What follows belongs to an exercise in optimizing a design on an open flow for small area, a short achievable clock period and few clock cycles per item; a production flow would make more cautious choices.
The RTL was checked by simulation tests, not by an equivalence proof against the original design.
No activity file was given, so power comes from the tool's default toggle rates.

File: flow/design.v
module vfix_lane (
    input  wire        neg,       
    input  wire        rne,       
    input  wire        k15,       
    input  wire        klo,       
    input  wire [16:0] X,
    input  wire [17:0] Y,
    input  wire [16:0] A,
    output wire [17:0] v
);
    wire [18:0] Ye = {Y, 1'b0};
    reg  [8:0] one, two, nb;
    integer i;
    always @* begin
        for (i = 0; i < 9; i = i + 1) begin
            one[i] = Ye[2*i+1] ^ Ye[2*i];
            two[i] = (Ye[2*i+2] & ~Ye[2*i+1] & ~Ye[2*i]) | (~Ye[2*i+2] & Ye[2*i+1] & Ye[2*i]);
            nb[i]  = Ye[2*i+2] ^ neg;
        end
        two[8] = 1'b0;
    end
    wire [17:0] Xs = {X[16], X};
    wire [17:0] X2 = {X, 1'b0};
    wire [17:0] pp0 = ((({18{one[0]}} & Xs) | ({18{two[0]}} & X2)) ^ {18{nb[0]}}) ^ 18'h20000;
    wire [17:0] pp1 = ((({18{one[1]}} & Xs) | ({18{two[1]}} & X2)) ^ {18{nb[1]}}) ^ 18'h20000;
    wire [17:0] pp2 = ((({18{one[2]}} & Xs) | ({18{two[2]}} & X2)) ^ {18{nb[2]}}) ^ 18'h20000;
    wire [17:0] pp3 = ((({18{one[3]}} & Xs) | ({18{two[3]}} & X2)) ^ {18{nb[3]}}) ^ 18'h20000;
    wire [17:0] pp4 = ((({18{one[4]}} & Xs) | ({18{two[4]}} & X2)) ^ {18{nb[4]}}) ^ 18'h20000;
    wire [17:0] pp5 = ((({18{one[5]}} & Xs) | ({18{two[5]}} & X2)) ^ {18{nb[5]}}) ^ 18'h20000;
    wire [17:0] pp6 = ((({18{one[6]}} & Xs) | ({18{two[6]}} & X2)) ^ {18{nb[6]}}) ^ 18'h20000;
    wire [17:0] pp7 = ((({18{one[7]}} & Xs) | ({18{two[7]}} & X2)) ^ {18{nb[7]}}) ^ 18'h20000;
    wire [17:0] pp8 = ((({18{one[8]}} & Xs) | ({18{two[8]}} & X2)) ^ {18{nb[8]}}) ^ 18'h20000;
    wire cr0 = ~klo;
    wire cr15 = ~(k15 ^ klo);
    wire cr16 = ~(k15 | klo);
    wire cr17 = (k15 | klo);
    wire ks0, kc0, ks1, kc1, ks2, kc2, ks3, kc3, ks4, kc4, ks5, kc5;
    wire ks6, kc6, ks7, kc7, ks8, kc8, ks9, kc9, ks10, kc10, ks11, kc11;
    wire ks12, kc12, ks13, kc13, ks14, kc14, ks15, kc15, ks16, kc16, ks17, kc17;
    wire ks18, kc18, ks19, kc19, ks20, kc20, hs0, hc0, fs0, fc0, fs1, fc1;
    wire fs2, fc2, fs3, fc3, hs1, hc1, fs4, fc4, hs2, hc2, hs3, hc3;
    wire fs5, fc5, hs4, hc4, fs6, fc6, hs5, hc5, fs7, fc7, fs8, fc8;
    wire hs6, hc6, fs9, fc9, fs10, fc10, fs11, fc11, fs12, fc12, fs13, fc13;
    wire fs14, fc14, fs15, fc15, fs16, fc16, fs17, fc17, fs18, fc18, fs19, fc19;
    wire fs20, fc20, fs21, fc21, fs22, fc22, fs23, fc23, fs24, fc24, fs25, fc25;
    wire hs7, hc7, fs26, fc26, fs27, fc27, fs28, fc28, fs29, fc29, hs8, hc8;
    wire fs30, fc30, fs31, fc31, hs9, hc9, fs32, fc32, hs10, hc10, hs11, hc11;
    wire fs33, fc33, hs12, hc12, fs34, fc34, hs13, hc13, fs35, fc35, fs36, fc36;
    wire fs37, fc37, fs38, fc38, fs39, fc39, fs40, fc40, fs41, fc41, fs42, fc42;
    wire fs43, fc43, fs44, fc44, fs45, fc45, fs46, fc46, fs47, fc47, fs48, fc48;
    wire fs49, fc49, fs50, fc50, fs51, fc51, fs52, fc52, fs53, fc53, fs54, fc54;
    wire fs55, fc55, fs56, fc56, fs57, fc57, fs58, fc58, fs59, fc59, fs60, fc60;
    wire fs61, fc61, fs62, fc62, fs63, fc63, fs64, fc64, fs65, fc65, fs66, fc66;
    wire fs67, fc67, hs14, hc14, fs68, fc68, fs69, fc69, hs15, hc15, fs70, fc70;
    wire hs16, hc16, hs17, hc17, fs71, fc71, fs72, fc72, fs73, fc73, fs74, fc74;
    wire fs75, fc75, fs76, fc76, fs77, fc77, fs78, fc78, fs79, fc79, fs80, fc80;
    wire fs81, fc81, fs82, fc82, fs83, fc83, fs84, fc84, fs85, fc85, fs86, fc86;
    wire fs87, fc87, fs88, fc88, fs89, fc89, fs90, fc90, fs91, fc91, fs92, fc92;
    wire fs93, fc93, fs94, fc94, hs18, hc18, fs95, fc95, hs19, hc19, hs20, hc20;
    wire hs21, hc21, hs22, hc22, fs96, fc96, fs97, fc97, fs98, fc98, fs99, fc99;
    wire fs100, fc100, fs101, fc101, fs102, fc102, fs103, fc103, fs104, fc104, fs105, fc105;
    wire fs106, fc106, fs107, fc107, fs108, fc108, fs109, fc109, fs110, fc110, fs111, fc111;
    wire fs112, fc112, fs113, fc113, fs114, fc114, fs115, fc115, fs116, fc116, fs117, fc117;
    wire fs118, fc118, fs119, fc119, fs120, fc120, fs121, fc121, fs122, fc122, fs123, fc123;
    wire hs23, hc23, fs124, fc124, g0_0, p0_0, g1_1, p1_1, g2_2, p2_2, g3_3, p3_3;
    wire g4_4, p4_4, g5_5, p5_5, g6_6, p6_6, g7_7, p7_7, g8_8, p8_8, g9_9, p9_9;
    wire g10_10, p10_10, g11_11, p11_11, g12_12, p12_12, g13_13, p13_13, g14_14, p14_14, g15_15, p15_15;
    wire g16_16, p16_16, g17_17, p17_17, g18_18, p18_18, g19_19, p19_19, g20_20, p20_20, g21_21, p21_21;
    wire g22_22, p22_22, g23_23, p23_23, g24_24, p24_24, g25_25, p25_25, g26_26, p26_26, g27_27, p27_27;
    wire g28_28, p28_28, g29_29, p29_29, g30_30, p30_30, g31_31, p31_31, g32_32, p32_32, g33_33, p33_33;
    wire G34, G35, P35, G36, P36, G37, P37, G38, P38, G39, P39, G40;
    wire P40, G41, P41, G42, G43, P43, G44, P44, G45, P45, G46, G47;
    wire P47, G48, G49, G50, P50, G51, P51, G52, P52, G53, P53, G54;
    wire P54, G55, P55, G56, P56, G57, P57, G58, P58, G59, P59, G60;
    wire P60, G61, P61, G62, P62, G63, P63, G64, P64, G65, P65, G66;
    wire P66, G67, P67, G68, P68, G69, P69, G70, P70, G71, P71, G72;
    wire P72, G73, P73, G74, P74, G75, P75, G76, P76, G77, P77, G78;
    wire P78, G79, P79, G80, P80, G81, P81, G82, P82, G83, P83, G84;
    wire P84, C85, C86, C87, C88, C89, C90, C91, C92, C93, C94, C95;
    wire C96, C97, C98, C99, C100, C101, vs0, vs1, vs2, vs3, vs4, vs5;
    wire vs6, vs7, vs8, vs9, vs10, vs11, vs12, vs13, vs14, vs15, vs16, vs17;
    assign ks0 = ~(nb[1] ^ pp0[2]);
    assign kc0 = nb[1] | pp0[2];
    assign ks1 = ~(pp0[3] ^ pp1[1]);
    assign kc1 = pp0[3] | pp1[1];
    assign ks2 = ~(nb[2] ^ pp0[4]);
    assign kc2 = nb[2] | pp0[4];
    assign ks3 = ~(pp0[5] ^ pp1[3]);
    assign kc3 = pp0[5] | pp1[3];
    assign ks4 = ~(nb[3] ^ pp0[6]);
    assign kc4 = nb[3] | pp0[6];
    assign ks5 = ~(pp0[7] ^ pp1[5]);
    assign kc5 = pp0[7] | pp1[5];
    assign ks6 = ~(nb[4] ^ pp0[8]);
    assign kc6 = nb[4] | pp0[8];
    assign ks7 = ~(pp0[9] ^ pp1[7]);
    assign kc7 = pp0[9] | pp1[7];
    assign ks8 = ~(nb[5] ^ pp0[10]);
    assign kc8 = nb[5] | pp0[10];
    assign ks9 = ~(pp0[11] ^ pp1[9]);
    assign kc9 = pp0[11] | pp1[9];
    assign ks10 = ~(nb[6] ^ pp0[12]);
    assign kc10 = nb[6] | pp0[12];
    assign ks11 = ~(pp0[13] ^ pp1[11]);
    assign kc11 = pp0[13] | pp1[11];
    assign ks12 = ~(nb[7] ^ pp0[14]);
    assign kc12 = nb[7] | pp0[14];
    assign ks13 = ~(A[2] ^ pp1[16]);
    assign kc13 = A[2] | pp1[16];
    assign ks14 = ~(A[4] ^ pp2[16]);
    assign kc14 = A[4] | pp2[16];
    assign ks15 = ~(A[6] ^ pp3[16]);
    assign kc15 = A[6] | pp3[16];
    assign ks16 = ~(A[8] ^ pp4[16]);
    assign kc16 = A[8] | pp4[16];
    assign ks17 = ~(A[10] ^ pp5[16]);
    assign kc17 = A[10] | pp5[16];
    assign ks18 = ~(A[12] ^ pp6[16]);
    assign kc18 = A[12] | pp6[16];
    assign ks19 = ~(A[14] ^ pp7[16]);
    assign kc19 = A[14] | pp7[16];
    assign ks20 = ~(A[16] ^ pp8[16]);
    assign kc20 = A[16] | pp8[16];
    assign hs0 = cr15 ^ pp0[15];
    assign hc0 = cr15 & pp0[15];
    vfix_fa u_fa0 (.a(A[0]), .b(nb[8]), .ci(cr16), .s(fs0), .co(fc0));
    vfix_fa u_fa1 (.a(pp0[16]), .b(pp1[14]), .ci(pp2[12]), .s(fs1), .co(fc1));
    vfix_fa u_fa2 (.a(A[1]), .b(cr17), .ci(pp0[17]), .s(fs2), .co(fc2));
    vfix_fa u_fa3 (.a(pp1[15]), .b(pp2[13]), .ci(pp3[11]), .s(fs3), .co(fc3));
    assign hs1 = pp2[14] ^ pp3[12];
    assign hc1 = pp2[14] & pp3[12];
    vfix_fa u_fa4 (.a(A[3]), .b(pp1[17]), .ci(pp2[15]), .s(fs4), .co(fc4));
    assign hs2 = pp1[8] ^ pp2[6];
    assign hc2 = pp1[8] & pp2[6];
    assign hs3 = pp2[7] ^ pp3[5];
    assign hc3 = pp2[7] & pp3[5];
    vfix_fa u_fa5 (.a(pp1[10]), .b(pp2[8]), .ci(pp3[6]), .s(fs5), .co(fc5));
    assign hs4 = pp4[4] ^ pp5[2];
    assign hc4 = pp4[4] & pp5[2];
    vfix_fa u_fa6 (.a(pp2[9]), .b(pp3[7]), .ci(pp4[5]), .s(fs6), .co(fc6));
    assign hs5 = pp5[3] ^ pp6[1];
    assign hc5 = pp5[3] & pp6[1];
    vfix_fa u_fa7 (.a(pp1[12]), .b(pp2[10]), .ci(pp3[8]), .s(fs7), .co(fc7));
    vfix_fa u_fa8 (.a(pp4[6]), .b(pp5[4]), .ci(pp6[2]), .s(fs8), .co(fc8));
    assign hs6 = pp7[0] ^ kc11;
    assign hc6 = pp7[0] & kc11;
    vfix_fa u_fa9 (.a(pp1[13]), .b(pp2[11]), .ci(pp3[9]), .s(fs9), .co(fc9));
    vfix_fa u_fa10 (.a(pp4[7]), .b(pp5[5]), .ci(pp6[3]), .s(fs10), .co(fc10));
    vfix_fa u_fa11 (.a(pp7[1]), .b(kc12), .ci(hs0), .s(fs11), .co(fc11));
    vfix_fa u_fa12 (.a(fs0), .b(pp3[10]), .ci(pp4[8]), .s(fs12), .co(fc12));
    vfix_fa u_fa13 (.a(pp5[6]), .b(pp6[4]), .ci(pp7[2]), .s(fs13), .co(fc13));
    vfix_fa u_fa14 (.a(pp8[0]), .b(hc0), .ci(fs1), .s(fs14), .co(fc14));
    vfix_fa u_fa15 (.a(fc0), .b(pp4[9]), .ci(pp5[7]), .s(fs15), .co(fc15));
    vfix_fa u_fa16 (.a(pp6[5]), .b(pp7[3]), .ci(pp8[1]), .s(fs16), .co(fc16));
    vfix_fa u_fa17 (.a(fc1), .b(fs2), .ci(fs3), .s(fs17), .co(fc17));
    vfix_fa u_fa18 (.a(pp4[10]), .b(pp5[8]), .ci(pp6[6]), .s(fs18), .co(fc18));
    vfix_fa u_fa19 (.a(pp7[4]), .b(pp8[2]), .ci(hs1), .s(fs19), .co(fc19));
    vfix_fa u_fa20 (.a(ks13), .b(fc2), .ci(fc3), .s(fs20), .co(fc20));
    vfix_fa u_fa21 (.a(pp3[13]), .b(pp4[11]), .ci(pp5[9]), .s(fs21), .co(fc21));
    vfix_fa u_fa22 (.a(pp6[7]), .b(pp7[5]), .ci(pp8[3]), .s(fs22), .co(fc22));
    vfix_fa u_fa23 (.a(hc1), .b(kc13), .ci(fs4), .s(fs23), .co(fc23));
    vfix_fa u_fa24 (.a(pp3[14]), .b(pp4[12]), .ci(pp5[10]), .s(fs24), .co(fc24));
    vfix_fa u_fa25 (.a(pp6[8]), .b(pp7[6]), .ci(pp8[4]), .s(fs25), .co(fc25));
    assign hs7 = ks14 ^ fc4;
    assign hc7 = ks14 & fc4;
    vfix_fa u_fa26 (.a(A[5]), .b(pp2[17]), .ci(pp3[15]), .s(fs26), .co(fc26));
    vfix_fa u_fa27 (.a(pp4[13]), .b(pp5[11]), .ci(pp6[9]), .s(fs27), .co(fc27));
    vfix_fa u_fa28 (.a(pp7[7]), .b(pp8[5]), .ci(kc14), .s(fs28), .co(fc28));
    vfix_fa u_fa29 (.a(pp4[14]), .b(pp5[12]), .ci(pp6[10]), .s(fs29), .co(fc29));
    assign hs8 = pp7[8] ^ pp8[6];
    assign hc8 = pp7[8] & pp8[6];
    vfix_fa u_fa30 (.a(A[7]), .b(pp3[17]), .ci(pp4[15]), .s(fs30), .co(fc30));
    vfix_fa u_fa31 (.a(pp5[13]), .b(pp6[11]), .ci(pp7[9]), .s(fs31), .co(fc31));
    assign hs9 = pp5[14] ^ pp6[12];
    assign hc9 = pp5[14] & pp6[12];
    vfix_fa u_fa32 (.a(A[9]), .b(pp4[17]), .ci(pp5[15]), .s(fs32), .co(fc32));
    assign hs10 = pp1[4] ^ pp2[2];
    assign hc10 = pp1[4] & pp2[2];
    assign hs11 = pp2[3] ^ pp3[1];
    assign hc11 = pp2[3] & pp3[1];
    vfix_fa u_fa33 (.a(pp1[6]), .b(pp2[4]), .ci(pp3[2]), .s(fs33), .co(fc33));
    assign hs12 = pp4[0] ^ kc5;
    assign hc12 = pp4[0] & kc5;
    vfix_fa u_fa34 (.a(pp2[5]), .b(pp3[3]), .ci(pp4[1]), .s(fs34), .co(fc34));
    assign hs13 = kc6 ^ ks7;
    assign hc13 = kc6 & ks7;
    vfix_fa u_fa35 (.a(pp3[4]), .b(pp4[2]), .ci(pp5[0]), .s(fs35), .co(fc35));
    vfix_fa u_fa36 (.a(kc7), .b(hs2), .ci(ks8), .s(fs36), .co(fc36));
    vfix_fa u_fa37 (.a(pp4[3]), .b(pp5[1]), .ci(hc2), .s(fs37), .co(fc37));
    vfix_fa u_fa38 (.a(kc8), .b(hs3), .ci(ks9), .s(fs38), .co(fc38));
    vfix_fa u_fa39 (.a(pp6[0]), .b(hc3), .ci(kc9), .s(fs39), .co(fc39));
    vfix_fa u_fa40 (.a(hs4), .b(ks10), .ci(fs5), .s(fs40), .co(fc40));
    vfix_fa u_fa41 (.a(hc4), .b(kc10), .ci(hs5), .s(fs41), .co(fc41));
    vfix_fa u_fa42 (.a(ks11), .b(fc5), .ci(fs6), .s(fs42), .co(fc42));
    vfix_fa u_fa43 (.a(hc5), .b(ks12), .ci(fc6), .s(fs43), .co(fc43));
    vfix_fa u_fa44 (.a(hs6), .b(fs7), .ci(fs8), .s(fs44), .co(fc44));
    vfix_fa u_fa45 (.a(hc6), .b(fc7), .ci(fc8), .s(fs45), .co(fc45));
    vfix_fa u_fa46 (.a(fs10), .b(fs9), .ci(fs11), .s(fs46), .co(fc46));
    vfix_fa u_fa47 (.a(fc10), .b(fc9), .ci(fs12), .s(fs47), .co(fc47));
    vfix_fa u_fa48 (.a(fs13), .b(fc11), .ci(fs14), .s(fs48), .co(fc48));
    vfix_fa u_fa49 (.a(fc12), .b(fc13), .ci(fs15), .s(fs49), .co(fc49));
    vfix_fa u_fa50 (.a(fs16), .b(fc14), .ci(fs17), .s(fs50), .co(fc50));
    vfix_fa u_fa51 (.a(fc15), .b(fc16), .ci(fs18), .s(fs51), .co(fc51));
    vfix_fa u_fa52 (.a(fs19), .b(fs20), .ci(fc17), .s(fs52), .co(fc52));
    vfix_fa u_fa53 (.a(fc18), .b(fs21), .ci(fs22), .s(fs53), .co(fc53));
    vfix_fa u_fa54 (.a(fc19), .b(fc20), .ci(fs23), .s(fs54), .co(fc54));
    vfix_fa u_fa55 (.a(fc21), .b(fc22), .ci(fs24), .s(fs55), .co(fc55));
    vfix_fa u_fa56 (.a(fs25), .b(hs7), .ci(fc23), .s(fs56), .co(fc56));
    vfix_fa u_fa57 (.a(fc24), .b(fc25), .ci(fs26), .s(fs57), .co(fc57));
    vfix_fa u_fa58 (.a(fs27), .b(hc7), .ci(fs28), .s(fs58), .co(fc58));
    vfix_fa u_fa59 (.a(hs8), .b(ks15), .ci(fc26), .s(fs59), .co(fc59));
    vfix_fa u_fa60 (.a(fc27), .b(fs29), .ci(fc28), .s(fs60), .co(fc60));
    vfix_fa u_fa61 (.a(pp8[7]), .b(hc8), .ci(kc15), .s(fs61), .co(fc61));
    vfix_fa u_fa62 (.a(fc29), .b(fs30), .ci(fs31), .s(fs62), .co(fc62));
    vfix_fa u_fa63 (.a(pp7[10]), .b(pp8[8]), .ci(hs9), .s(fs63), .co(fc63));
    vfix_fa u_fa64 (.a(ks16), .b(fc30), .ci(fc31), .s(fs64), .co(fc64));
    vfix_fa u_fa65 (.a(pp6[13]), .b(pp7[11]), .ci(pp8[9]), .s(fs65), .co(fc65));
    vfix_fa u_fa66 (.a(hc9), .b(kc16), .ci(fs32), .s(fs66), .co(fc66));
    vfix_fa u_fa67 (.a(pp6[14]), .b(pp7[12]), .ci(pp8[10]), .s(fs67), .co(fc67));
    assign hs14 = ks17 ^ fc32;
    assign hc14 = ks17 & fc32;
    vfix_fa u_fa68 (.a(A[11]), .b(pp5[17]), .ci(pp6[15]), .s(fs68), .co(fc68));
    vfix_fa u_fa69 (.a(pp7[13]), .b(pp8[11]), .ci(kc17), .s(fs69), .co(fc69));
    assign hs15 = pp7[14] ^ pp8[12];
    assign hc15 = pp7[14] & pp8[12];
    vfix_fa u_fa70 (.a(A[13]), .b(pp6[17]), .ci(pp7[15]), .s(fs70), .co(fc70));
    assign hs16 = pp1[2] ^ pp2[0];
    assign hc16 = pp1[2] & pp2[0];
    assign hs17 = pp2[1] ^ kc2;
    assign hc17 = pp2[1] & kc2;
    vfix_fa u_fa71 (.a(pp3[0]), .b(kc3), .ci(hs10), .s(fs71), .co(fc71));
    vfix_fa u_fa72 (.a(hc10), .b(kc4), .ci(hs11), .s(fs72), .co(fc72));
    vfix_fa u_fa73 (.a(hc11), .b(ks6), .ci(hs12), .s(fs73), .co(fc73));
    vfix_fa u_fa74 (.a(hc12), .b(fc33), .ci(fs34), .s(fs74), .co(fc74));
    vfix_fa u_fa75 (.a(fc34), .b(hc13), .ci(fs35), .s(fs75), .co(fc75));
    vfix_fa u_fa76 (.a(fc35), .b(fs37), .ci(fc36), .s(fs76), .co(fc76));
    vfix_fa u_fa77 (.a(fc37), .b(fs39), .ci(fc38), .s(fs77), .co(fc77));
    vfix_fa u_fa78 (.a(fc39), .b(fs41), .ci(fc40), .s(fs78), .co(fc78));
    vfix_fa u_fa79 (.a(fc41), .b(fs43), .ci(fc42), .s(fs79), .co(fc79));
    vfix_fa u_fa80 (.a(fc43), .b(fs45), .ci(fc44), .s(fs80), .co(fc80));
    vfix_fa u_fa81 (.a(fc45), .b(fs47), .ci(fc46), .s(fs81), .co(fc81));
    vfix_fa u_fa82 (.a(fc47), .b(fs49), .ci(fc48), .s(fs82), .co(fc82));
    vfix_fa u_fa83 (.a(fc49), .b(fs51), .ci(fc50), .s(fs83), .co(fc83));
    vfix_fa u_fa84 (.a(fc51), .b(fs53), .ci(fc52), .s(fs84), .co(fc84));
    vfix_fa u_fa85 (.a(fc53), .b(fs55), .ci(fc54), .s(fs85), .co(fc85));
    vfix_fa u_fa86 (.a(fc55), .b(fs57), .ci(fs58), .s(fs86), .co(fc86));
    vfix_fa u_fa87 (.a(fs59), .b(fc57), .ci(fs60), .s(fs87), .co(fc87));
    vfix_fa u_fa88 (.a(fs61), .b(fc59), .ci(fs62), .s(fs88), .co(fc88));
    vfix_fa u_fa89 (.a(fc61), .b(fs63), .ci(fs64), .s(fs89), .co(fc89));
    vfix_fa u_fa90 (.a(fs65), .b(fc63), .ci(fc64), .s(fs90), .co(fc90));
    vfix_fa u_fa91 (.a(fc65), .b(fs67), .ci(hs14), .s(fs91), .co(fc91));
    vfix_fa u_fa92 (.a(fc67), .b(fs68), .ci(hc14), .s(fs92), .co(fc92));
    vfix_fa u_fa93 (.a(hs15), .b(ks18), .ci(fc68), .s(fs93), .co(fc93));
    vfix_fa u_fa94 (.a(pp8[13]), .b(hc15), .ci(kc18), .s(fs94), .co(fc94));
    assign hs18 = pp8[14] ^ ks19;
    assign hc18 = pp8[14] & ks19;
    vfix_fa u_fa95 (.a(A[15]), .b(pp7[17]), .ci(pp8[15]), .s(fs95), .co(fc95));
    assign hs19 = nb[0] ^ cr0;
    assign hc19 = nb[0] & cr0;
    assign hs20 = 1'b1 ^ pp0[1];
    assign hc20 = 1'b1 & pp0[1];
    assign hs21 = pp1[0] ^ ks0;
    assign hc21 = pp1[0] & ks0;
    assign hs22 = kc0 ^ ks1;
    assign hc22 = kc0 & ks1;
    vfix_fa u_fa96 (.a(kc1), .b(hs16), .ci(ks2), .s(fs96), .co(fc96));
    vfix_fa u_fa97 (.a(hc16), .b(ks3), .ci(hs17), .s(fs97), .co(fc97));
    vfix_fa u_fa98 (.a(ks4), .b(hc17), .ci(fs71), .s(fs98), .co(fc98));
    vfix_fa u_fa99 (.a(ks5), .b(fc71), .ci(fs72), .s(fs99), .co(fc99));
    vfix_fa u_fa100 (.a(fs33), .b(fc72), .ci(fs73), .s(fs100), .co(fc100));
    vfix_fa u_fa101 (.a(hs13), .b(fc73), .ci(fs74), .s(fs101), .co(fc101));
    vfix_fa u_fa102 (.a(fs36), .b(fc74), .ci(fs75), .s(fs102), .co(fc102));
    vfix_fa u_fa103 (.a(fs38), .b(fc75), .ci(fs76), .s(fs103), .co(fc103));
    vfix_fa u_fa104 (.a(fs40), .b(fc76), .ci(fs77), .s(fs104), .co(fc104));
    vfix_fa u_fa105 (.a(fs42), .b(fc77), .ci(fs78), .s(fs105), .co(fc105));
    vfix_fa u_fa106 (.a(fs44), .b(fc78), .ci(fs79), .s(fs106), .co(fc106));
    vfix_fa u_fa107 (.a(fs46), .b(fc79), .ci(fs80), .s(fs107), .co(fc107));
    vfix_fa u_fa108 (.a(fc80), .b(fs48), .ci(fs81), .s(fs108), .co(fc108));
    vfix_fa u_fa109 (.a(fs50), .b(fc81), .ci(fs82), .s(fs109), .co(fc109));
    vfix_fa u_fa110 (.a(fs52), .b(fc82), .ci(fs83), .s(fs110), .co(fc110));
    vfix_fa u_fa111 (.a(fs54), .b(fc83), .ci(fs84), .s(fs111), .co(fc111));
    vfix_fa u_fa112 (.a(fs56), .b(fc84), .ci(fs85), .s(fs112), .co(fc112));
    vfix_fa u_fa113 (.a(fc56), .b(fs86), .ci(fc85), .s(fs113), .co(fc113));
    vfix_fa u_fa114 (.a(fc58), .b(fc86), .ci(fs87), .s(fs114), .co(fc114));
    vfix_fa u_fa115 (.a(fc60), .b(fs88), .ci(fc87), .s(fs115), .co(fc115));
    vfix_fa u_fa116 (.a(fc62), .b(fc88), .ci(fs89), .s(fs116), .co(fc116));
    vfix_fa u_fa117 (.a(fs66), .b(fc89), .ci(fs90), .s(fs117), .co(fc117));
    vfix_fa u_fa118 (.a(fc66), .b(fs91), .ci(fc90), .s(fs118), .co(fc118));
    vfix_fa u_fa119 (.a(fs69), .b(fs92), .ci(fc91), .s(fs119), .co(fc119));
    vfix_fa u_fa120 (.a(fc69), .b(fs93), .ci(fc92), .s(fs120), .co(fc120));
    vfix_fa u_fa121 (.a(fs70), .b(fs94), .ci(fc93), .s(fs121), .co(fc121));
    vfix_fa u_fa122 (.a(fc70), .b(hs18), .ci(fc94), .s(fs122), .co(fc122));
    vfix_fa u_fa123 (.a(kc19), .b(hc18), .ci(fs95), .s(fs123), .co(fc123));
    assign hs23 = ks20 ^ fc95;
    assign hc23 = ks20 & fc95;
    vfix_fa u_fa124 (.a(A[16]), .b(pp8[17]), .ci(kc20), .s(fs124), .co(fc124));
    assign g0_0 = pp0[0] & hs19;
    assign p0_0 = pp0[0] ^ hs19;
    assign g1_1 = hc19 & hs20;
    assign p1_1 = hc19 ^ hs20;
    assign g2_2 = hc20 & hs21;
    assign p2_2 = hc20 ^ hs21;
    assign g3_3 = hc21 & hs22;
    assign p3_3 = hc21 ^ hs22;
    assign g4_4 = hc22 & fs96;
    assign p4_4 = hc22 ^ fs96;
    assign g5_5 = fc96 & fs97;
    assign p5_5 = fc96 ^ fs97;
    assign g6_6 = fc97 & fs98;
    assign p6_6 = fc97 ^ fs98;
    assign g7_7 = fc98 & fs99;
    assign p7_7 = fc98 ^ fs99;
    assign g8_8 = fc99 & fs100;
    assign p8_8 = fc99 ^ fs100;
    assign g9_9 = fc100 & fs101;
    assign p9_9 = fc100 ^ fs101;
    assign g10_10 = fc101 & fs102;
    assign p10_10 = fc101 ^ fs102;
    assign g11_11 = fc102 & fs103;
    assign p11_11 = fc102 ^ fs103;
    assign g12_12 = fc103 & fs104;
    assign p12_12 = fc103 ^ fs104;
    assign g13_13 = fc104 & fs105;
    assign p13_13 = fc104 ^ fs105;
    assign g14_14 = fc105 & fs106;
    assign p14_14 = fc105 ^ fs106;
    assign g15_15 = fc106 & fs107;
    assign p15_15 = fc106 ^ fs107;
    assign g16_16 = fc107 & fs108;
    assign p16_16 = fc107 ^ fs108;
    assign g17_17 = fc108 & fs109;
    assign p17_17 = fc108 ^ fs109;
    assign g18_18 = fc109 & fs110;
    assign p18_18 = fc109 ^ fs110;
    assign g19_19 = fc110 & fs111;
    assign p19_19 = fc110 ^ fs111;
    assign g20_20 = fc111 & fs112;
    assign p20_20 = fc111 ^ fs112;
    assign g21_21 = fc112 & fs113;
    assign p21_21 = fc112 ^ fs113;
    assign g22_22 = fc113 & fs114;
    assign p22_22 = fc113 ^ fs114;
    assign g23_23 = fc114 & fs115;
    assign p23_23 = fc114 ^ fs115;
    assign g24_24 = fc115 & fs116;
    assign p24_24 = fc115 ^ fs116;
    assign g25_25 = fc116 & fs117;
    assign p25_25 = fc116 ^ fs117;
    assign g26_26 = fc117 & fs118;
    assign p26_26 = fc117 ^ fs118;
    assign g27_27 = fc118 & fs119;
    assign p27_27 = fc118 ^ fs119;
    assign g28_28 = fc119 & fs120;
    assign p28_28 = fc119 ^ fs120;
    assign g29_29 = fc120 & fs121;
    assign p29_29 = fc120 ^ fs121;
    assign g30_30 = fc121 & fs122;
    assign p30_30 = fc121 ^ fs122;
    assign g31_31 = fc122 & fs123;
    assign p31_31 = fc122 ^ fs123;
    assign g32_32 = fc123 & hs23;
    assign p32_32 = fc123 ^ hs23;
    assign g33_33 = hc23 & fs124;
    assign p33_33 = hc23 ^ fs124;
    wire cin0 = rne ? (p16_16 ^ A[0]) : 1'b1;
    assign G34 = g0_0 | (p0_0 & cin0);
    assign G35 = g2_2 | (p2_2 & g1_1);
    assign P35 = p2_2 & p1_1;
    assign G36 = g4_4 | (p4_4 & g3_3);
    assign P36 = p4_4 & p3_3;
    assign G37 = g6_6 | (p6_6 & g5_5);
    assign P37 = p6_6 & p5_5;
    assign G38 = g8_8 | (p8_8 & g7_7);
    assign P38 = p8_8 & p7_7;
    assign G39 = g10_10 | (p10_10 & g9_9);
    assign P39 = p10_10 & p9_9;
    assign G40 = g12_12 | (p12_12 & g11_11);
    assign P40 = p12_12 & p11_11;
    assign G41 = g14_14 | (p14_14 & g13_13);
    assign P41 = p14_14 & p13_13;
    assign G42 = G35 | (P35 & G34);
    assign G43 = G37 | (P37 & G36);
    assign P43 = P37 & P36;
    assign G44 = G39 | (P39 & G38);
    assign P44 = P39 & P38;
    assign G45 = G41 | (P41 & G40);
    assign P45 = P41 & P40;
    assign G46 = G43 | (P43 & G42);
    assign G47 = G45 | (P45 & G44);
    assign P47 = P45 & P44;
    assign G48 = G47 | (P47 & G46);
    assign G49 = g15_15 | (p15_15 & G48);
    assign G50 = g17_17 | (p17_17 & g16_16);
    assign P50 = p17_17 & p16_16;
    assign G51 = g19_19 | (p19_19 & g18_18);
    assign P51 = p19_19 & p18_18;
    assign G52 = g21_21 | (p21_21 & g20_20);
    assign P52 = p21_21 & p20_20;
    assign G53 = g23_23 | (p23_23 & g22_22);
    assign P53 = p23_23 & p22_22;
    assign G54 = g25_25 | (p25_25 & g24_24);
    assign P54 = p25_25 & p24_24;
    assign G55 = g27_27 | (p27_27 & g26_26);
    assign P55 = p27_27 & p26_26;
    assign G56 = g29_29 | (p29_29 & g28_28);
    assign P56 = p29_29 & p28_28;
    assign G57 = g31_31 | (p31_31 & g30_30);
    assign P57 = p31_31 & p30_30;
    assign G58 = g33_33 | (p33_33 & g32_32);
    assign P58 = p33_33 & p32_32;
    assign G59 = g18_18 | (p18_18 & G50);
    assign P59 = p18_18 & P50;
    assign G60 = G51 | (P51 & G50);
    assign P60 = P51 & P50;
    assign G61 = g22_22 | (p22_22 & G52);
    assign P61 = p22_22 & P52;
    assign G62 = G53 | (P53 & G52);
    assign P62 = P53 & P52;
    assign G63 = g26_26 | (p26_26 & G54);
    assign P63 = p26_26 & P54;
    assign G64 = G55 | (P55 & G54);
    assign P64 = P55 & P54;
    assign G65 = g30_30 | (p30_30 & G56);
    assign P65 = p30_30 & P56;
    assign G66 = G57 | (P57 & G56);
    assign P66 = P57 & P56;
    assign G67 = g20_20 | (p20_20 & G60);
    assign P67 = p20_20 & P60;
    assign G68 = G52 | (P52 & G60);
    assign P68 = P52 & P60;
    assign G69 = G61 | (P61 & G60);
    assign P69 = P61 & P60;
    assign G70 = G62 | (P62 & G60);
    assign P70 = P62 & P60;
    assign G71 = g28_28 | (p28_28 & G64);
    assign P71 = p28_28 & P64;
    assign G72 = G56 | (P56 & G64);
    assign P72 = P56 & P64;
    assign G73 = G65 | (P65 & G64);
    assign P73 = P65 & P64;
    assign G74 = G66 | (P66 & G64);
    assign P74 = P66 & P64;
    assign G75 = g24_24 | (p24_24 & G70);
    assign P75 = p24_24 & P70;
    assign G76 = G54 | (P54 & G70);
    assign P76 = P54 & P70;
    assign G77 = G63 | (P63 & G70);
    assign P77 = P63 & P70;
    assign G78 = G64 | (P64 & G70);
    assign P78 = P64 & P70;
    assign G79 = G71 | (P71 & G70);
    assign P79 = P71 & P70;
    assign G80 = G72 | (P72 & G70);
    assign P80 = P72 & P70;
    assign G81 = G73 | (P73 & G70);
    assign P81 = P73 & P70;
    assign G82 = G74 | (P74 & G70);
    assign P82 = P74 & P70;
    assign G83 = g32_32 | (p32_32 & G82);
    assign P83 = p32_32 & P82;
    assign G84 = G58 | (P58 & G82);
    assign P84 = P58 & P82;
    assign C85 = g16_16 | (p16_16 & G49);
    assign C86 = G50 | (P50 & G49);
    assign C87 = G59 | (P59 & G49);
    assign C88 = G60 | (P60 & G49);
    assign C89 = G67 | (P67 & G49);
    assign C90 = G68 | (P68 & G49);
    assign C91 = G69 | (P69 & G49);
    assign C92 = G70 | (P70 & G49);
    assign C93 = G75 | (P75 & G49);
    assign C94 = G76 | (P76 & G49);
    assign C95 = G77 | (P77 & G49);
    assign C96 = G78 | (P78 & G49);
    assign C97 = G79 | (P79 & G49);
    assign C98 = G80 | (P80 & G49);
    assign C99 = G81 | (P81 & G49);
    assign C100 = G82 | (P82 & G49);
    assign C101 = G83 | (P83 & G49);
    vfix_xor2 u_vs0 (.a(p16_16), .b(G49), .y(vs0));
    vfix_xor2 u_vs1 (.a(p17_17), .b(C85), .y(vs1));
    vfix_xor2 u_vs2 (.a(p18_18), .b(C86), .y(vs2));
    vfix_xor2 u_vs3 (.a(p19_19), .b(C87), .y(vs3));
    vfix_xor2 u_vs4 (.a(p20_20), .b(C88), .y(vs4));
    vfix_xor2 u_vs5 (.a(p21_21), .b(C89), .y(vs5));
    vfix_xor2 u_vs6 (.a(p22_22), .b(C90), .y(vs6));
    vfix_xor2 u_vs7 (.a(p23_23), .b(C91), .y(vs7));
    vfix_xor2 u_vs8 (.a(p24_24), .b(C92), .y(vs8));
    vfix_xor2 u_vs9 (.a(p25_25), .b(C93), .y(vs9));
    vfix_xor2 u_vs10 (.a(p26_26), .b(C94), .y(vs10));
    vfix_xor2 u_vs11 (.a(p27_27), .b(C95), .y(vs11));
    vfix_xor2 u_vs12 (.a(p28_28), .b(C96), .y(vs12));
    vfix_xor2 u_vs13 (.a(p29_29), .b(C97), .y(vs13));
    vfix_xor2 u_vs14 (.a(p30_30), .b(C98), .y(vs14));
    vfix_xor2 u_vs15 (.a(p31_31), .b(C99), .y(vs15));
    vfix_xor2 u_vs16 (.a(p32_32), .b(C100), .y(vs16));
    vfix_xor2 u_vs17 (.a(p33_33), .b(C101), .y(vs17));
    assign v = {vs17, vs16, vs15, vs14, vs13, vs12, vs11, vs10, vs9, vs8, vs7, vs6, vs5, vs4, vs3, vs2, vs1, vs0};
endmodule
module vfix_fa (
    input  wire a,
    input  wire b,
    input  wire ci,
    output wire s,
    output wire co
);
    assign s  = a ^ b ^ ci;
    assign co = (a & b) | (a & ci) | (b & ci);
endmodule
module vfix_xor2 (
    input  wire a,
    input  wire b,
    output wire y
);
    assign y = a ^ b;
endmodule
module vfix_xnor2 (
    input  wire a,
    input  wire b,
    output wire y
);
    assign y = ~(a ^ b);
endmodule
module vfix_unit #(
    parameter LANES = 4
) (
    input  wire                  clk,
    input  wire                  rst,
    input  wire                  in_valid,
    output wire                  in_ready,
    input  wire [2:0]            in_func,
    input  wire                  in_type,
    input  wire [1:0]            in_rnd,
    input  wire                  in_zero,
    input  wire [LANES-1:0]      in_pred,
    input  wire [16*LANES-1:0]   in_a,
    input  wire [16*LANES-1:0]   in_b,
    input  wire [16*LANES-1:0]   in_c,
    input  wire [16*LANES-1:0]   in_d,
    output reg                   out_valid,
    output reg  [16*LANES-1:0]   out_d,
    output reg                   out_sat
);
    assign in_ready = 1'b1;
    wire f_fma  = (in_func == 3'd1);
    wire f_fms  = (in_func == 3'd2);
    wire f_lerp = (in_func == 3'd3);
    wire f_add  = (in_func == 3'd4);
    wire f_sub  = (in_func == 3'd5);
    wire f_rsh  = (in_func == 3'd6);
    wire f_conv = (in_func == 3'd7);
    wire f_pow2 = in_func[2];            
    wire typ    = in_type;
    wire a_sgn  = f_conv ? typ : ~typ;   
    wire neg    = f_fms | f_sub;         
    wire k15 = f_fms ? (in_rnd != 2'd0) : (in_rnd != 2'd1);
    wire klo = f_fms & ~in_rnd[1];
    wire [17*LANES-1:0] bma_all;
    genvar gl;
    generate
        for (gl = 0; gl < LANES; gl = gl + 1) begin : g_sub
            wire [15:0] sa = in_a[16*gl +: 16];
            wire [15:0] sb = in_b[16*gl +: 16];
            wire [15:0] sg = sb & ~sa;
            wire [15:0] sx, bm;
            wire sg0_1, sg0_3, sp0_3, sg0_5, sp0_5, sg0_7, sp0_7, sg0_9, sp0_9, sg0_11;
            wire sp0_11, sg0_13, sp0_13, sg0_15, sp0_15, sg1_2, sp1_2, sg1_3, sp1_3, sg1_6;
            wire sp1_6, sg1_7, sp1_7, sg1_10, sp1_10, sg1_11, sp1_11, sg1_14, sp1_14, sg1_15;
            wire sp1_15, sg2_4, sp2_4, sg2_5, sp2_5, sg2_6, sp2_6, sg2_7, sp2_7, sg2_12;
            wire sp2_12, sg2_13, sp2_13, sg2_14, sp2_14, sg2_15, sp2_15, sg3_8, sp3_8, sg3_9;
            wire sp3_9, sg3_10, sp3_10, sg3_11, sp3_11, sg3_12, sp3_12, sg3_13, sp3_13, sg3_14;
            wire sp3_14, sg3_15, sp3_15, sg4_16, sp4_16;
            assign sg0_1 = sg[0] | (~sx[0] & 1'b1);
            assign sg0_3 = sg[2] | (~sx[2] & sg[1]);
            assign sp0_3 = ~sx[2] & ~sx[1];
            assign sg0_5 = sg[4] | (~sx[4] & sg[3]);
            assign sp0_5 = ~sx[4] & ~sx[3];
            assign sg0_7 = sg[6] | (~sx[6] & sg[5]);
            assign sp0_7 = ~sx[6] & ~sx[5];
            assign sg0_9 = sg[8] | (~sx[8] & sg[7]);
            assign sp0_9 = ~sx[8] & ~sx[7];
            assign sg0_11 = sg[10] | (~sx[10] & sg[9]);
            assign sp0_11 = ~sx[10] & ~sx[9];
            assign sg0_13 = sg[12] | (~sx[12] & sg[11]);
            assign sp0_13 = ~sx[12] & ~sx[11];
            assign sg0_15 = sg[14] | (~sx[14] & sg[13]);
            assign sp0_15 = ~sx[14] & ~sx[13];
            assign sg1_2 = sg[1] | (~sx[1] & sg0_1);
            assign sp1_2 = ~sx[1] & 1'b0;
            assign sg1_3 = sg0_3 | (sp0_3 & sg0_1);
            assign sp1_3 = sp0_3 & 1'b0;
            assign sg1_6 = sg[5] | (~sx[5] & sg0_5);
            assign sp1_6 = ~sx[5] & sp0_5;
            assign sg1_7 = sg0_7 | (sp0_7 & sg0_5);
            assign sp1_7 = sp0_7 & sp0_5;
            assign sg1_10 = sg[9] | (~sx[9] & sg0_9);
            assign sp1_10 = ~sx[9] & sp0_9;
            assign sg1_11 = sg0_11 | (sp0_11 & sg0_9);
            assign sp1_11 = sp0_11 & sp0_9;
            assign sg1_14 = sg[13] | (~sx[13] & sg0_13);
            assign sp1_14 = ~sx[13] & sp0_13;
            assign sg1_15 = sg0_15 | (sp0_15 & sg0_13);
            assign sp1_15 = sp0_15 & sp0_13;
            assign sg2_4 = sg[3] | (~sx[3] & sg1_3);
            assign sp2_4 = ~sx[3] & sp1_3;
            assign sg2_5 = sg0_5 | (sp0_5 & sg1_3);
            assign sp2_5 = sp0_5 & sp1_3;
            assign sg2_6 = sg1_6 | (sp1_6 & sg1_3);
            assign sp2_6 = sp1_6 & sp1_3;
            assign sg2_7 = sg1_7 | (sp1_7 & sg1_3);
            assign sp2_7 = sp1_7 & sp1_3;
            assign sg2_12 = sg[11] | (~sx[11] & sg1_11);
            assign sp2_12 = ~sx[11] & sp1_11;
            assign sg2_13 = sg0_13 | (sp0_13 & sg1_11);
            assign sp2_13 = sp0_13 & sp1_11;
            assign sg2_14 = sg1_14 | (sp1_14 & sg1_11);
            assign sp2_14 = sp1_14 & sp1_11;
            assign sg2_15 = sg1_15 | (sp1_15 & sg1_11);
            assign sp2_15 = sp1_15 & sp1_11;
            assign sg3_8 = sg[7] | (~sx[7] & sg2_7);
            assign sp3_8 = ~sx[7] & sp2_7;
            assign sg3_9 = sg0_9 | (sp0_9 & sg2_7);
            assign sp3_9 = sp0_9 & sp2_7;
            assign sg3_10 = sg1_10 | (sp1_10 & sg2_7);
            assign sp3_10 = sp1_10 & sp2_7;
            assign sg3_11 = sg1_11 | (sp1_11 & sg2_7);
            assign sp3_11 = sp1_11 & sp2_7;
            assign sg3_12 = sg2_12 | (sp2_12 & sg2_7);
            assign sp3_12 = sp2_12 & sp2_7;
            assign sg3_13 = sg2_13 | (sp2_13 & sg2_7);
            assign sp3_13 = sp2_13 & sp2_7;
            assign sg3_14 = sg2_14 | (sp2_14 & sg2_7);
            assign sp3_14 = sp2_14 & sp2_7;
            assign sg3_15 = sg2_15 | (sp2_15 & sg2_7);
            assign sp3_15 = sp2_15 & sp2_7;
            assign sg4_16 = sg[15] | (~sx[15] & sg3_15);
            assign sp4_16 = ~sx[15] & sp3_15;
            assign sx[0] = sa[0] ^ sb[0];
            vfix_xnor2 u_s0 (.a(sx[0]), .b(1'b1), .y(bm[0]));
            assign sx[1] = sa[1] ^ sb[1];
            vfix_xnor2 u_s1 (.a(sx[1]), .b(sg0_1), .y(bm[1]));
            assign sx[2] = sa[2] ^ sb[2];
            vfix_xnor2 u_s2 (.a(sx[2]), .b(sg1_2), .y(bm[2]));
            assign sx[3] = sa[3] ^ sb[3];
            vfix_xnor2 u_s3 (.a(sx[3]), .b(sg1_3), .y(bm[3]));
            assign sx[4] = sa[4] ^ sb[4];
            vfix_xnor2 u_s4 (.a(sx[4]), .b(sg2_4), .y(bm[4]));
            assign sx[5] = sa[5] ^ sb[5];
            vfix_xnor2 u_s5 (.a(sx[5]), .b(sg2_5), .y(bm[5]));
            assign sx[6] = sa[6] ^ sb[6];
            vfix_xnor2 u_s6 (.a(sx[6]), .b(sg2_6), .y(bm[6]));
            assign sx[7] = sa[7] ^ sb[7];
            vfix_xnor2 u_s7 (.a(sx[7]), .b(sg2_7), .y(bm[7]));
            assign sx[8] = sa[8] ^ sb[8];
            vfix_xnor2 u_s8 (.a(sx[8]), .b(sg3_8), .y(bm[8]));
            assign sx[9] = sa[9] ^ sb[9];
            vfix_xnor2 u_s9 (.a(sx[9]), .b(sg3_9), .y(bm[9]));
            assign sx[10] = sa[10] ^ sb[10];
            vfix_xnor2 u_s10 (.a(sx[10]), .b(sg3_10), .y(bm[10]));
            assign sx[11] = sa[11] ^ sb[11];
            vfix_xnor2 u_s11 (.a(sx[11]), .b(sg3_11), .y(bm[11]));
            assign sx[12] = sa[12] ^ sb[12];
            vfix_xnor2 u_s12 (.a(sx[12]), .b(sg3_12), .y(bm[12]));
            assign sx[13] = sa[13] ^ sb[13];
            vfix_xnor2 u_s13 (.a(sx[13]), .b(sg3_13), .y(bm[13]));
            assign sx[14] = sa[14] ^ sb[14];
            vfix_xnor2 u_s14 (.a(sx[14]), .b(sg3_14), .y(bm[14]));
            assign sx[15] = sa[15] ^ sb[15];
            vfix_xnor2 u_s15 (.a(sx[15]), .b(sg3_15), .y(bm[15]));
            assign bma_all[17*gl +: 17] = {~sg4_16, bm};
        end
    endgenerate
    reg [17*LANES-1:0] p_x, p_a;
    reg [18*LANES-1:0] p_y;
    reg [15:0] a, b, c, d, a16;
    reg [16:0] bma;
    reg [17:0] yp, y;
    reg [18:0] ye;
    reg        pr, sx_lerp, sx_b, sx_a, sa_d, sa_c, sa_a, sy_c, sy_b, sy_b2, sy_p;
    integer l, j;
    always @* begin
        for (l = 0; l < LANES; l = l + 1) begin
            a  = in_a[16*l +: 16];
            b  = in_b[16*l +: 16];
            c  = in_c[16*l +: 16];
            d  = in_d[16*l +: 16];
            pr = in_pred[l];
            bma = bma_all[17*l +: 17];
            sx_lerp = pr & f_lerp;
            sx_b    = pr & (f_sub | f_add);
            sx_a    = pr & ~f_lerp & ~f_sub & ~f_add;
            p_x[17*l +: 17] = ({17{sx_lerp}} & bma)
                            | ({17{sx_b}}    & {~typ & b[15], b})
                            | ({17{sx_a}}    & {a_sgn & a[15], a});
            sa_d = ~pr & ~in_zero;
            sa_c = pr & (f_fma | f_fms);
            sa_a = pr & (f_lerp | f_add | f_sub | (f_conv & typ));
            a16  = ({16{sa_d}} & d) | ({16{sa_c}} & c) | ({16{sa_a}} & a);
            p_a[17*l +: 17] = {a16[15] & (~typ | (pr & f_conv)), a16};
            sy_c  = pr & f_lerp;
            sy_b  = pr & ~f_pow2 & ~f_lerp & typ;
            sy_b2 = pr & ~f_pow2 & ~f_lerp & ~typ;
            sy_p  = pr & f_pow2;
            for (j = 0; j < 18; j = j + 1)
                yp[j] = f_rsh ? (b[3:0] == 16 - j)
                              : ((f_conv & ~typ) ? (j == 15) : (j == 16));
            y = ({18{sy_c}} & {2'b00, c}) | ({18{sy_b}} & {2'b00, b})
              | ({18{sy_b2}} & {b[15], b, 1'b0}) | ({18{sy_p}} & yp);
            p_y[18*l +: 18] = y;
        end
    end
    reg                 s1_valid;
    reg                 s1_typ, s1_rne, s1_k15, s1_klo;
    reg [LANES-1:0]     s1_neg;
    reg [17*LANES-1:0]  s1_x, s1_a;
    reg [18*LANES-1:0]  s1_y;
    always @(posedge clk) begin
        if (rst)
            s1_valid <= 1'b0;
        else
            s1_valid <= in_valid;
        s1_neg <= {LANES{neg}} & in_pred;    
        s1_typ <= typ;
        s1_rne <= in_rnd[1];
        s1_k15 <= k15;
        s1_klo <= klo;
        s1_x   <= p_x;
        s1_y   <= p_y;
        s1_a   <= p_a;
    end
    wire [18*LANES-1:0] lane_v;
    genvar i;
    generate
        for (i = 0; i < LANES; i = i + 1) begin : g_lane
            vfix_lane u_lane (
                .neg (s1_neg[i]),
                .rne (s1_rne),
                .k15 (s1_k15),
                .klo (s1_klo),
                .X   (s1_x[17*i +: 17]),
                .Y   (s1_y[18*i +: 18]),
                .A   (s1_a[17*i +: 17]),
                .v   (lane_v[18*i +: 18])
            );
        end
    endgenerate
    reg                 s2_valid;
    reg                 s2_typ;
    reg [18*LANES-1:0]  s2_v;
    always @(posedge clk) begin
        if (rst)
            s2_valid <= 1'b0;
        else
            s2_valid <= s1_valid;
        s2_typ <= s1_typ;
        s2_v   <= lane_v;
    end
    reg [16*LANES-1:0] res;
    reg                sat;
    reg [17:0]         v;
    reg                ovf;
    integer q;
    always @* begin
        sat = 1'b0;
        for (q = 0; q < LANES; q = q + 1) begin
            v   = s2_v[18*q +: 18];
            ovf = s2_typ ? (v[17] | v[16]) : ~((v[17] == v[16]) & (v[16] == v[15]));
            sat = sat | ovf;
            if (!ovf)
                res[16*q +: 16] = v[15:0];
            else if (s2_typ)
                res[16*q +: 16] = {16{~v[17]}};
            else
                res[16*q +: 16] = {v[17], {15{~v[17]}}};
        end
    end
    always @(posedge clk) begin
        if (rst)
            out_valid <= 1'b0;
        else
            out_valid <= s2_valid;
        out_d   <= res;
        out_sat <= sat;
    end
endmodule
File: flow/flow/run.sh
#!/bin/bash
# Synthesis: the standard synthesis script (synth_recipe.tcl), except that
# ABC maps the lane modules with a delay target (flow/abc_lane.script), so
# that it recovers area there instead of mapping for the least delay; the
# top module gets its own (flow/abc_top.script). Then the standard layout
# steps, with buf_2 cells as the port buffers; the layout's timing repair
# aims at a setup slack of MARGIN ns (the clock period and constraints are
# unchanged) on the worst endpoints, and may resize cells across
# footprints.
set -euo pipefail
MARGIN=19
W=$PWD
cat > $W/own_synth.tcl <<EOC
proc abc {args} {
  set i [lsearch \$args -script]
  set lane_args \$args
  lset lane_args [expr {\$i + 1}] $W/flow/abc_lane.script
  yosys abc {*}\$lane_args vfix_lane vfix_fa vfix_xor2 vfix_xnor2
  set top_args \$args
  lset top_args [expr {\$i + 1}] $W/flow/abc_top.script
  yosys abc {*}\$top_args vfix_unit
}
source $W/synth_recipe.tcl
EOC
bash standard.sh SYNTH_SCRIPT=$W/own_synth.tcl synth > synth.log 2>&1
bash standard.sh SYNTH_SCRIPT=$W/own_synth.tcl "BUFFER_PORTS_ARGS=-buffer_cell sky130_fd_sc_hd__buf_2" \
    SETUP_SLACK_MARGIN=$MARGIN TNS_END_PERCENT=1 MATCH_CELL_FOOTPRINT=0 finish > layout.log 2>&1
File: flow/flow/abc_lane.script
strash
dch
map -B 0.9 -D 2500
topo
stime -c
buffer -c
upsize -c -D 2500
dnsize -c -D 2500
File: flow/flow/abc_top.script
strash
dch
map -B 0.9 -D 1500
topo
stime -c
buffer -c
upsize -c -D 1500
dnsize -c -D 1500
File: flow/standard.sh
#!/bin/bash
# synth_recipe.tcl (not shown) runs the flow's synth.tcl, then flattens the netlist and writes it again
# the make line also repeats each setting of config.mk as NAME=value (left out here)
make -C /OpenROAD-flow-scripts/flow DESIGN_CONFIG=/design/flow/config.mk WORK_HOME=/design/flow/orfs CLKGATE_MAP_FILE= SYNTH_SCRIPT=/design/flow/synth_recipe.tcl "${@:-finish}"
File: flow/config.mk
export PLATFORM = sky130hd
export DESIGN_NAME = vfix_unit
export DESIGN_NICKNAME = vfix_unit
export VERILOG_FILES = /design/flow/design.v
export SDC_FILE = /design/flow/constraint.sdc
export NUM_CORES = 8
export LEC_CHECK = 0
export ABC_AREA = 1
export CAP_MARGIN = 0
export CORE_MARGIN = 2
export CORE_UTILIZATION = 65
export CTS_CLUSTER_DIAMETER = 80
export CTS_CLUSTER_SIZE = 25
export SLEW_MARGIN = 0
export SYNTH_HIERARCHICAL = 1
File: flow/constraint.sdc
create_clock -name core_clock -period 25.0 [get_ports {clk}]
set_input_delay 5.0000 -clock core_clock [delete_from_list [all_inputs] [get_ports {clk}]]
set_output_delay 5.0000 -clock core_clock [all_outputs]
set_load 0.01 [all_outputs]
==> results of run 1 <==
Yosys stat by module, one instance, submodules excluded:
module	flip-flops and latches	cells inside
vfix_xor2	0	1
vfix_lane	0	751
vfix_fa	0	1
vfix_unit	357	1917
vfix_xnor2	0	1
sequential cells by signal, summed over array words and instances, names as in the netlist, 4 cells and up:
name    cells
s1_y       72
s2_v       72
s1_a       68
s1_x       68
out_d      64
s1_neg      4
layout make-up:
| class | count | area (um^2) | area share |
|---|---|---|---|
| Tap cell | 931 | 1160 | 0.0235 |
| Clock inverter | 23 | 373 | 0.00751 |
| Antenna cell | 5 | 12.5 | 0.000252 |
| Timing Repair inverter | 4 | 30.0 | 0.000605 |
| Clock buffer | 29 | 714 | 0.0144 |
| Timing Repair Buffer | 428 | 2430 | 0.0490 |
| Sequential cell | 357 | 7180 | 0.145 |
| Multi-Input combinational cell | 4109 | 34700 | 0.699 |
| Inverter | 795 | 3050 | 0.0614 |
power by group:
| group | switching (uW) | total [uW] | internal (uW) |
|---|---|---|---|
| combinational | 3820 | 6300 | 2480 |
| clock | 283 | 526 | 243 |
| sequential | 68.5 | 893 | 825 |
| total | 4170 | 7720 | 3550 |
layout by cell type (no fill, tap or decap), types with 71 or more instances in the layout:
cell      count
o211ai_1     71
nand3_1     110
nor2_1      203
ha_1        361
buf_4        88
xor2_1      719
a21oi_1     183
o22ai_1     552
xnor2_1      83
buf_2       331
fa_1        500
dfxtp_1     343
nand2_1     952
inv_1       729
final timing paths:
kind / startpoint / endpoint / slack, ps / cells past startpoint
max: out_d[47]$_DFF_P_ / out_d[47] / 18850 / 1
min: s1_typ$_DFF_P_ / s2_typ$_DFF_P_ / 330 / 0
max reg2reg: s1_neg[3]$_DFF_P_ / s2_v[70]$_DFF_P_ / 19050 / 22
min reg2reg: s1_typ$_DFF_P_ / s2_typ$_DFF_P_ / 330 / 0
what timing repair did:
action | in CTS | in global routing
gates cloned | 4 | 0
gates resized for setup | 65 | 87
pin swaps | 3 | 2
endpoints found under the setup margin | 337 | 336
setup buffers | 16 | 16
endpoints found under the hold margin | 0 | 0
metrics by stage:
step,cells,hold slack (ps),power (uW),util,worst slack (ps)
after floorplan,5561,310,6830,-,18720
after global placement,6588,310,6800,0.693,17340
after detailed placement,6588,328,6980,0.693,17320
after CTS,6660,329,7590,0.714,18840
after global routing,6678,327,8570,0.721,18810
final,6681,331,7720,0.721,18850
layer usage:
| layer | wire [um] | track usage |
|---|---|---|
| met3 | 15200 | 0.0796 |
| met2 | 65800 | 0.646 |
| met4 | 8210 | 0.192 |
| met5 | 96 | 0 |
| met1 | 55500 | 0.502 |
kinds of logic after synthesis:
family                     Yosys count
and+or+nand+nor                   1379
DFF                                357
adders and majority gates          882
xor gates and xnor gates           825
AOI/OAI and AO/OA                 1018
buffers and inverters             1095
other                                1
==> out/metrics.yaml, run 1 <==
synth_seq_cells: 357
start_kind: "register"
grt_setup_unrepaired: "yes"
syn_area_per_cell_um2: 8.16
start_util: 0.659
dp_hpwl_um: 114000
critPathKind: "reg2out"
synth_edf_count: 0
hold_viol: 0
port_buffers: 335
hp-class: "reg2reg"
clockBufferDepth: 3
cts_buffers: 28
final_area_um2: 49600
gp_congestion: 0.998
die_h_um: 268
drv_cap: 0
powerDensity_nw_per_um2: 156
arrival_ps: 1150
yosys.area.top_type_share: 0.221
synth-xor-area-share: 0.159
antenna_found_initial: 13
clock_latency_ps: 650
nFillCells: 5568
synth_compound_area_frac: 0.140
finalCritPeriodShare: 0.246
grt_pass1_wl_um: 221000
drtIter0Drc: 4423
peakVddDrop_mv: 0.246
synth.most_common_cell: "nand2_1"
maxSlewHeadroom: 0.288
grt_pass1_vias: 39300
die_w_um: 268
min_period_ps: 6150
synth_area_um2: 45300
drtPass1Iterations: 6
synth_top_family_by_area: "adder cells"
cts.hold.buffers_added: 0
wire_per_inst_um: 21.7
yosys-top-cells-count: "nand2_1, inv_1, xor2_1"
required_ps: 20000
leakagePower_uw: 0.0252
grt_usage: 0.395
synth_warnings: 8
skew_ps: 24.5
syn_to_final_growth_pct: 9.43
grt_max_degree: 26
worst_pin_slew_ps: 1070
clkSlewWorstSetupHoldPaths_ps: 100
crit_family: "flip-flops"
yosysSeqAreaShare: 0.158
path_cells: "buf_2"
synthAdderAreaFrac: 0.326
synth_mux_area_frac: 0
cts_root_buf: "clkbuf_16"
cts_tree: "built"
num_rows: 96
status: "complete, no violations"
synth.area.top_cells: "fa_1, dfxtp_1, xor2_1"
syn_inst: 5557
grt-ovfl-total: 0
drc: 0
synthFlopType: "dfxtp_1"
dieArea_um2: 71900
wl_um: 145000
setup_violations: 0
htreeDepth: 1
cpMaxStageDelayCell: "dfxtp_2"
crit_path_end_kind: "primary output"
fmax_mhz: 163
io_pins: 337
slowest_delay_ps: 370
synth.largest_area_cell: "fa_1"
synth_simple_gate_area_frac: 0.120
drive_gt1_frac: 0.122
maxSlewViolCount: 0
ant_nets: 0
crit_fanout: 1
worst-path-buf-inv: 1
viasPerCell: 6.04
synthArstFlopShare: 0
vias: 40400
post_dp_cell_area_um2: 47700
synth_cell_types: 41
fin_nets: 6875
setup_tns_ps: 0
clock_sinks: 357
core-area_um2: 68800
Testbench counts, summed over its fixed seeds: cycles 16,024, items 16,000.
==> inputs of run 2 (changes only) <==
--- a/flow/flow/run.sh
+++ b/flow/flow/run.sh
@@ -24,4 +24,4 @@
 EOC
 bash standard.sh SYNTH_SCRIPT=$W/own_synth.tcl synth > synth.log 2>&1
 bash standard.sh SYNTH_SCRIPT=$W/own_synth.tcl "BUFFER_PORTS_ARGS=-buffer_cell sky130_fd_sc_hd__buf_2" \
-    SETUP_SLACK_MARGIN=$MARGIN TNS_END_PERCENT=1 MATCH_CELL_FOOTPRINT=0 finish > layout.log 2>&1
+    SETUP_SLACK_MARGIN=$MARGIN TNS_END_PERCENT=15 MATCH_CELL_FOOTPRINT=0 finish > layout.log 2>&1
==> run 2 against run 1 <==
Against the previous run:
- sequential power up 1%
- via count shrank 0.22%
- die area stayed put
- critical path type unchanged
- largest power group unchanged
- register-to-register slack improved by 130 ps
- setup slack gained 20 ps
- sequential cell count stayed put
- sequential share of layout area down 0.12 points
- count of clock-buffer cells in the layout unchanged
- first-iteration DRC count is 4.0% higher
- power shrank 0.19%
- synthesized cell count unchanged
==> out/metrics.yaml, run 2 <==
viasPerCell: 6.01
worst-path-buf-inv: 1
maxSlewViolCount: 0
crit_fanout: 1
cp.depth: 1
synth_warnings: 8
yosys-top-cells-count: "nand2_1, inv_1, xor2_1"
fmax_mhz: 163
min_period_ps: 6130
io_pins: 337
largest_registers: "s1_y (72), s2_v (72)"
setup_violations: 0
crit_family: "flip-flops"
hold_viol: 0
drv_cap: 0
gp_congestion: 0.984
clockBufferDepth: 3
reg2reg_from: "s1_neg[1]$_DFF_P_"
hold_ws_ps: 345
synthFlopType: "dfxtp_1"
setup_tns_ps: 0
clock_sinks: 357
cts_root_buf: "clkbuf_16"
start_util: 0.659
antenna_found_initial: 13
fin_nets: 6900
dieArea_um2: 71900
cpMaxStageDelayCell: "dfxtp_4"
die_w_um: 268
worstSetupStartpoint: "out_d[31]$_DFF_P_"
final_area_um2: 50100
timing.rr.end: "s2_v[35]$_DFF_P_"
r2r_cells: 21
synth_area_um2: 45300
cts_buffers: 26
synth.largest_area_cell: "fa_1"
final_cell_mix: "nand2_1, inv_1, xor2_1"
clkSlewWorstSetupHoldPaths_ps: 80
drtIter0Drc: 4602
clock_latency_ps: 630
grt_setup_unrepaired: "yes"
grt_pass1_vias: 39000
drive_gt1_frac: 0.133
drtPass1Iterations: 8
powerDensity_nw_per_um2: 154
grt_usage: 0.394
post_dp_cell_area_um2: 47900
required_ps: 20000
synth_seq_cells: 357
syn_area_per_cell_um2: 8.16
final_common_cell: "nand2_1"
grt_max_degree: 33
grt_pass1_wl_um: 220000
crit_path_end_kind: "primary output"
htreeDepth: 1
hp-class: "reg2reg"
cts_tree: "built"
dp_hpwl_um: 113000
finish.utilization: 0.728
syn_inst: 5557
skew_ps: 31.0
yosysSeqAreaShare: 0.158
peakVddDrop_mv: 0.269
synth.area.top_cells: "fa_1, dfxtp_1, xor2_1"
synthArstFlopShare: 0
ant_nets: 0
leakagePower_uw: 0.0253
wire_per_inst_um: 21.5
start_kind: "register"
maxSlewHeadroom: 0.228
critPathKind: "reg2out"
path_cells: "buf_6"
cp-endpoint: "out_d[31]"
num_rows: 96
arrival_ps: 1130
drc: 0
synth_cell_types: 41
wl_um: 144000
synth_edf_count: 0
grt-ovfl-total: 0
status: "complete, no violations"
die_h_um: 268
slowest_delay_ps: 400
rrSetupSlack_ps: 19180
yosys.area.top_type_share: 0.221
finalCritPeriodShare: 0.245
port_buffers: 335
syn_to_final_growth_pct: 10.6
vias: 40300
synth.most_common_cell: "nand2_1"
worst_pin_slew_ps: 1160
core-area_um2: 68800
==> run 2: cell counts after synthesis <==
Identical to the previous run, type by type.
==> run 2: how the worst min path moves through the flow <==
| stage | from | endpoint | cells after the start |
|---|---|---|---|
| after floorplan | s1_typ$_DFF_P_ | s2_typ$_DFF_P_ | 0 |
| after global placement | s1_typ$_DFF_P_ | s2_typ$_DFF_P_ | 0 |
| after detailed placement | s1_typ$_DFF_P_ | s2_typ$_DFF_P_ | 0 |
| after CTS | s1_typ$_DFF_P_ | s2_typ$_DFF_P_ | 0 |
| after global routing | s1_typ$_DFF_P_ | s2_typ$_DFF_P_ | 0 |
| final | s1_typ$_DFF_P_ | s2_typ$_DFF_P_ | 0 |
==> run 2: final cells by class <==
type | instances | area, um^2
repair buffers | 453 | 2720
diodes | 3 | 7.51
repair inverters | 6 | 42.5
multi-input cells | 4109 | 35000
clock inverters | 19 | 258
clock buffers | 29 | 682
fillers | 5582 | 18700
inverters | 795 | 3110
well taps | 931 | 1160
flip-flops and latches | 357 | 7190
==> run 2: cell families after synthesis <==
family                     count (synthesis)  synth area share
and+or+nand+nor                         1379             0.120
buffers and inverters                   1095            0.0970
AOI/OAI and AO/OA                       1018             0.140
adders and majority gates                882             0.326
xor gates and xnor gates                 825             0.159
DFF                                      357             0.158
other                                      1         0.0000827
==> run 2: per-layer routing <==
layer,global-route usage,up-vias,routed length [um]
li1,-,18500,-
met1,0.517,19200,56300
met2,0.629,2231,65200
met3,0.0861,433,15000
met4,0.172,20,7380
met5,0,-,127
==> run 2: Yosys stat by module (local to each module, per instance) <==
module | cell area (um^2) | cells | copies in the design
vfix_lane | 4840 | 751 | 4
vfix_unit | 14800 | 1917 | 1
vfix_xnor2 | 8.76 | 1 | 64
vfix_xor2 | 8.76 | 1 | 72
vfix_fa | 20.0 | 1 | 500
==> run 2: metrics by stage <==
step / setup slack [ps] / std cells / total power [uW]
global route: 18830 / 6700 / 8590
finish: 18870 / 6702 / 7700
detailed placement: 17680 / 6586 / 7010
global placement: 17760 / 6586 / 6810
CTS: 18860 / 6650 / 7570
floorplan: 18730 / 5561 / 6830
==> run 2: timing repair <==
item / CTS / global route
resized for setup: 71 / 128
endpoints found under the setup margin: 336 / 326
setup buffers: 12 / 47
hold buffers: 0 / 0
gates cloned: 4 / 2
pin swaps: 1 / 4
==> run 2: report_power, final <==
| group | internal (uW) | leakage (uW) | switching [uW] |
|---|---|---|---|
| Sequential | 827 | 0.00299 | 77.6 |
| Combinational | 2500 | 0.0219 | 3820 |
| Clock | 223 | 0.000452 | 256 |

-- what the ideal ports hide --
In the flow no input, the clock included, has a driving cell. The finished layouts below were timed again as built, in two steps. Step 1, drivers: a clkbuf_16 drives clk and a buf_2 each remaining input, both assumed. Step 2 times the ports against the registers' clock, not the clock port: input delays grow and output delays shrink by t, the midpoint of the rising clock arrivals with the driver on. Three values: ideal, step 1, step 2; two values: the first two.
run | shift t [ns] | slack for setup (ns) | cell pins on the clock port's net
run 1 | 0.698 | 18.849 / 18.788 / 18.187 | 1
run 2 | 0.693 | 18.869 / 18.797 / 18.214 | 1
After both steps setup and hold are still met in every run listed. For run 1, which loses most, drivers alone change the setup slack by -0.061 ns; drivers and shift together by -0.662 ns.
